From an optimization exercise on the open Yosys and OpenROAD flow, aimed at small area, a short achievable clock period and few clock cycles; shortcuts taken in it are not production practice.
Only simulation tests tie the RTL to the original design; equivalence was not proved.

// crc_channel
module crc_channel (
    input  wire        clk,
    input  wire        rst,             
    input  wire        cmd_go,
    input  wire [2:0]  cmd_set,
    input  wire        cmd_expect_en,
    input  wire [31:0] cmd_len,
    input  wire [63:0] cmd_exp,
    input  wire        cmd_terminate,
    input  wire        in_valid,
    output wire        in_ready,
    input  wire [63:0] in_data,
    output reg         done,
    output wire [1:0]  state,
    output reg  [7:0]  code,
    output reg         match,
    output reg  [63:0] result
);
export LEC_CHECK = 0
export CAP_MARGIN = 20
export CORE_MARGIN = 2
export CORE_UTILIZATION = 40
export CTS_BUF_LIST = sky130_fd_sc_hd__clkbuf_8
export SLEW_MARGIN = 40
export SYNTH_HIERARCHICAL = 1
create_clock -name core_clock -period 20.0 [get_ports {clk}]
standard.sh (not shown) runs the stock make flow with config.mk's settings and CLKGATE_MAP_FILE= SYNTH_SCRIPT=/design/flow/synth_recipe.tcl, a recipe that flattens the netlist after the stock synthesis.
==> flow/flow/run.sh <==
#!/bin/bash
# The standard layout (standard.sh: standard synthesis, floorplan, placement,
# CTS, routing, finish), with one change: the buffers that buffer_ports puts on
# every input and output port are sky130_fd_sc_hd__buf_2 cells instead of the
# cell buffer_ports picks by itself (clkdlybuf4s50_1, a delay cell).
# make's full output goes to flow_make.log here; each ORFS step also writes its
# own log under orfs/logs/.
set -euo pipefail
bash standard.sh 'BUFFER_PORTS_ARGS=-buffer_cell sky130_fd_sc_hd__buf_2' finish > flow_make.log 2>&1
Testbench counts at the start, summed over its fixed seeds: cycles 18,581.
Edit:
--- a/flow/config.mk
+++ b/flow/config.mk
@@ -11,2 +11,2 @@
-export CTS_BUF_LIST = sky130_fd_sc_hd__clkbuf_8
-export SLEW_MARGIN = 40
+export CTS_BUF_LIST = sky130_fd_sc_hd__clkbuf_4
+export SLEW_MARGIN = 50
Register-to-register slack got worse by 0.03 ns.
Die area does not change.
Hold slack barely changes.
Critical path depth goes up by 3.
Final cell count went up slightly.
Routed wire length grows slightly.
Worst setup slack degrades by 0.035 ns.
Utilization went up by 0.77 points.
Edit:
--- a/flow/flow/run.sh
+++ b/flow/flow/run.sh
@@ -4 +4 @@
-# every input and output port are sky130_fd_sc_hd__buf_2 cells instead of the
+# every input and output port are sky130_fd_sc_hd__buf_1 cells instead of the
@@ -9 +9 @@
-bash standard.sh 'BUFFER_PORTS_ARGS=-buffer_cell sky130_fd_sc_hd__buf_2' finish > flow_make.log 2>&1
+bash standard.sh 'BUFFER_PORTS_ARGS=-buffer_cell sky130_fd_sc_hd__buf_1' finish > flow_make.log 2>&1
--- a/flow/config.mk
+++ b/flow/config.mk
@@ -11 +11 @@
-export CTS_BUF_LIST = sky130_fd_sc_hd__clkbuf_4
+export CTS_BUF_LIST = sky130_fd_sc_hd__clkbuf_8
Hold slack got worse by 0.0031 ns.
Setup slack is better by 0.41 ns.
Cell count decreases by about 1%.
Synthesized cell count does not change.
Area after synthesis is unchanged.
Final area shrinks by 0.31%.
Edit:
--- a/flow/flow/run.sh
+++ b/flow/flow/run.sh
@@ -4 +4 @@
-# every input and output port are sky130_fd_sc_hd__buf_1 cells instead of the
+# every input and output port are sky130_fd_sc_hd__buf_2 cells instead of the
@@ -9 +9 @@
-bash standard.sh 'BUFFER_PORTS_ARGS=-buffer_cell sky130_fd_sc_hd__buf_1' finish > flow_make.log 2>&1
+bash standard.sh 'BUFFER_PORTS_ARGS=-buffer_cell sky130_fd_sc_hd__buf_2' finish > flow_make.log 2>&1
What happened: Synthesized area does not change; flip-flop and latch count does not change; routed wire length decreases by 4.9%; design area is higher by 0.41%; via count came out lower by 1.1%; hold slack gains 0.0034 ns.

* * *

== v6 ==
crc_channel, a different RTL version from the one above (not shown whole).
Size in the first run: roughly 3800 cells after synthesis, ~370 flip-flops, about 35000 um2 of cells after synthesis.
==> flow/design.v (excerpt) <==
module crc_channel (
    input  wire        clk,
    input  wire        rst,             
    input  wire        cmd_go,
    input  wire [2:0]  cmd_set,
    input  wire        cmd_expect_en,
    input  wire [31:0] cmd_len,
    input  wire [63:0] cmd_exp,
    input  wire        cmd_terminate,
    input  wire        in_valid,
    output wire        in_ready,
    input  wire [63:0] in_data,
    output reg         done,
    output wire [1:0]  state,
    output reg  [7:0]  code,
    output reg         match,
    output reg  [63:0] result
);
export LEC_CHECK = 0
export CAP_MARGIN = 20
export CORE_MARGIN = 2
export CORE_UTILIZATION = 50
export PLACE_DENSITY = 0.7
export SLEW_MARGIN = 50
export SYNTH_HIERARCHICAL = 1
create_clock -name core_clock -period 20.0 [get_ports {clk}]
==> flow/flow/run.sh <==
#!/bin/bash
# The standard layout (standard.sh: standard synthesis, floorplan, placement,
# CTS, routing, finish), with one change: the buffers that buffer_ports puts on
# every input and output port are sky130_fd_sc_hd__buf_2 cells instead of the
# cell buffer_ports picks by itself (clkdlybuf4s50_1, a delay cell).
# make's full output goes to flow_make.log here; each ORFS step also writes its
# own log under orfs/logs/.
set -euo pipefail
bash standard.sh 'BUFFER_PORTS_ARGS=-buffer_cell sky130_fd_sc_hd__buf_2' finish > flow_make.log 2>&1
Testbench counts of v6, summed over its fixed seeds: cycles 18,581.
Inputs modified between v6 and v7:
- a change of SLEW_MARGIN from 50 to 20
Findings:
Diff v6 -> v7: minimum clock period after layout up 0.14 ns, filler-free cell count of the finished design down 0.35%, global-route met1 utilization up 1.7 points, total number of vias down 0.97%, worst-case headroom to the max-slew limit down 35 points.
Looking only at diode insertion count for antenna repair, and setting everything else aside, the higher value of v6 and v7 goes to v7.
The lower number of design-rule violations left by the first detailed-router iteration came out of v7.
Between v6 and v7, count of clock-buffer cells in the layout is lower for v7, v6 comes in above that.
The run with more routed wire is v6, not v7.

* * *

build 72:
crc_channel again, from the RTL that the note above started with.
==> flow/config.mk <==
export PLATFORM = sky130hd
export DESIGN_NAME = crc_channel
export DESIGN_NICKNAME = crc_channel
export VERILOG_FILES = /design/flow/design.v
export SDC_FILE = /design/flow/constraint.sdc
export NUM_CORES = 4
export LEC_CHECK = 0
export CAP_MARGIN = 20
export CORE_MARGIN = 2
export CORE_UTILIZATION = 40
export SLEW_MARGIN = 20
export SYNTH_HIERARCHICAL = 1
==> flow/constraint.sdc <==
create_clock -name core_clock -period 20.0 [get_ports {clk}]
set_input_delay 4.0000 -clock core_clock [delete_from_list [all_inputs] [get_ports {clk}]]
set_output_delay 4.0000 -clock core_clock [all_outputs]
set_load 0.01 [all_outputs]
Scripts as last shown in full above: flow/flow/run.sh
Build 72: full flow OK, the timing, DRC and antenna checks passed
Testbench counts of build 72, summed over its fixed seeds: cycles 18,581.
--- input diff build 72..build 43 ---
==> flow/run.sh (new file) <==
#!/bin/bash
# synth_recipe.tcl (not shown) runs the flow's synth.tcl, then flattens the netlist and writes it again
# the make line also repeats each setting of config.mk as NAME=value (left out here)
make -C /OpenROAD-flow-scripts/flow DESIGN_CONFIG=/design/flow/config.mk WORK_HOME=/design/flow/orfs CLKGATE_MAP_FILE= SYNTH_SCRIPT=/design/flow/synth_recipe.tcl finish
removed: flow/flow/run.sh
removed: flow/standard.sh
## What came out
- Diff build 43 and build 72: sequential share of layout area lower in build 43
- Looking at destination of the critical timing path, the crc_q[7] result is from build 43; the crc_q[13] one comes from build 72.
- The length of routed met2 wiring in build 43 was lower than what build 72 gave.
- Lower met1 track utilization from global routing among build 43 and build 72: build 43
- Looking at non-clock buffer count, build 43 sits 6 below build 72.

==> static timing again, ports no longer ideal <==
How much do the figures lean on ideal ports? The routed layouts below were timed once more, with nothing changed but the port constraints. Step 1: set_driving_cell puts a clkbuf_16 on clk and a buf_2 on each other input, an assumption about the parent block. Step 2, shift: input delay + t, output delay - t, t = (earliest + latest rising clock arrival at the registers) / 2. This alone moves slack from input paths to output paths. a / b / c = ideal ports / drivers / drivers and shift; a / b = the first two.
run | t (ns) | setup slack, ns | worst hold slack (ns) | clock arrival spread, ns | worst slew at a driven data input, ns
the first run of note 1 | 0.699 | 13.948 / 13.948 / 13.744 | 0.449 / 0.449 / 0.449 | 0.067 / 0.068 | 0.09
the second run of note 1 | 0.855 | 13.913 / 13.913 / 13.784 | 0.450 / 0.450 / 0.450 | 0.086 / 0.085 | 0.09
the third run of note 1 | 0.670 | 14.318 / 14.332 / 13.662 | 0.447 / 0.447 / 0.447 | 0.034 / 0.034 | 0.09
the fourth run of note 1 | 0.718 | 14.383 / 14.383 / 13.774 | 0.450 / 0.450 / 0.450 | 0.069 / 0.068 | 0.08
v6 | 0.633 | 13.837 / 13.837 / 13.356 | 0.449 / 0.449 / 0.449 | 0.051 / 0.051 | 0.08
v7 | 0.623 | 13.699 / 13.699 / 13.255 | 0.449 / 0.449 / 0.449 | 0.043 / 0.043 | 0.09
build 72 | 0.643 | 13.670 / 13.659 / 13.016 | 0.449 / 0.449 / 0.449 | 0.035 / 0.035 | 0.09
build 43 | 0.651 | 13.184 / 13.186 / 12.534 | 0.453 / 0.453 / 0.453 | 0.026 / 0.025 | 0.11
After both steps every run listed still meets setup and hold. For the third run of note 1, which loses most, drivers alone change the setup slack by +0.014 ns; drivers and shift together by -0.656 ns.
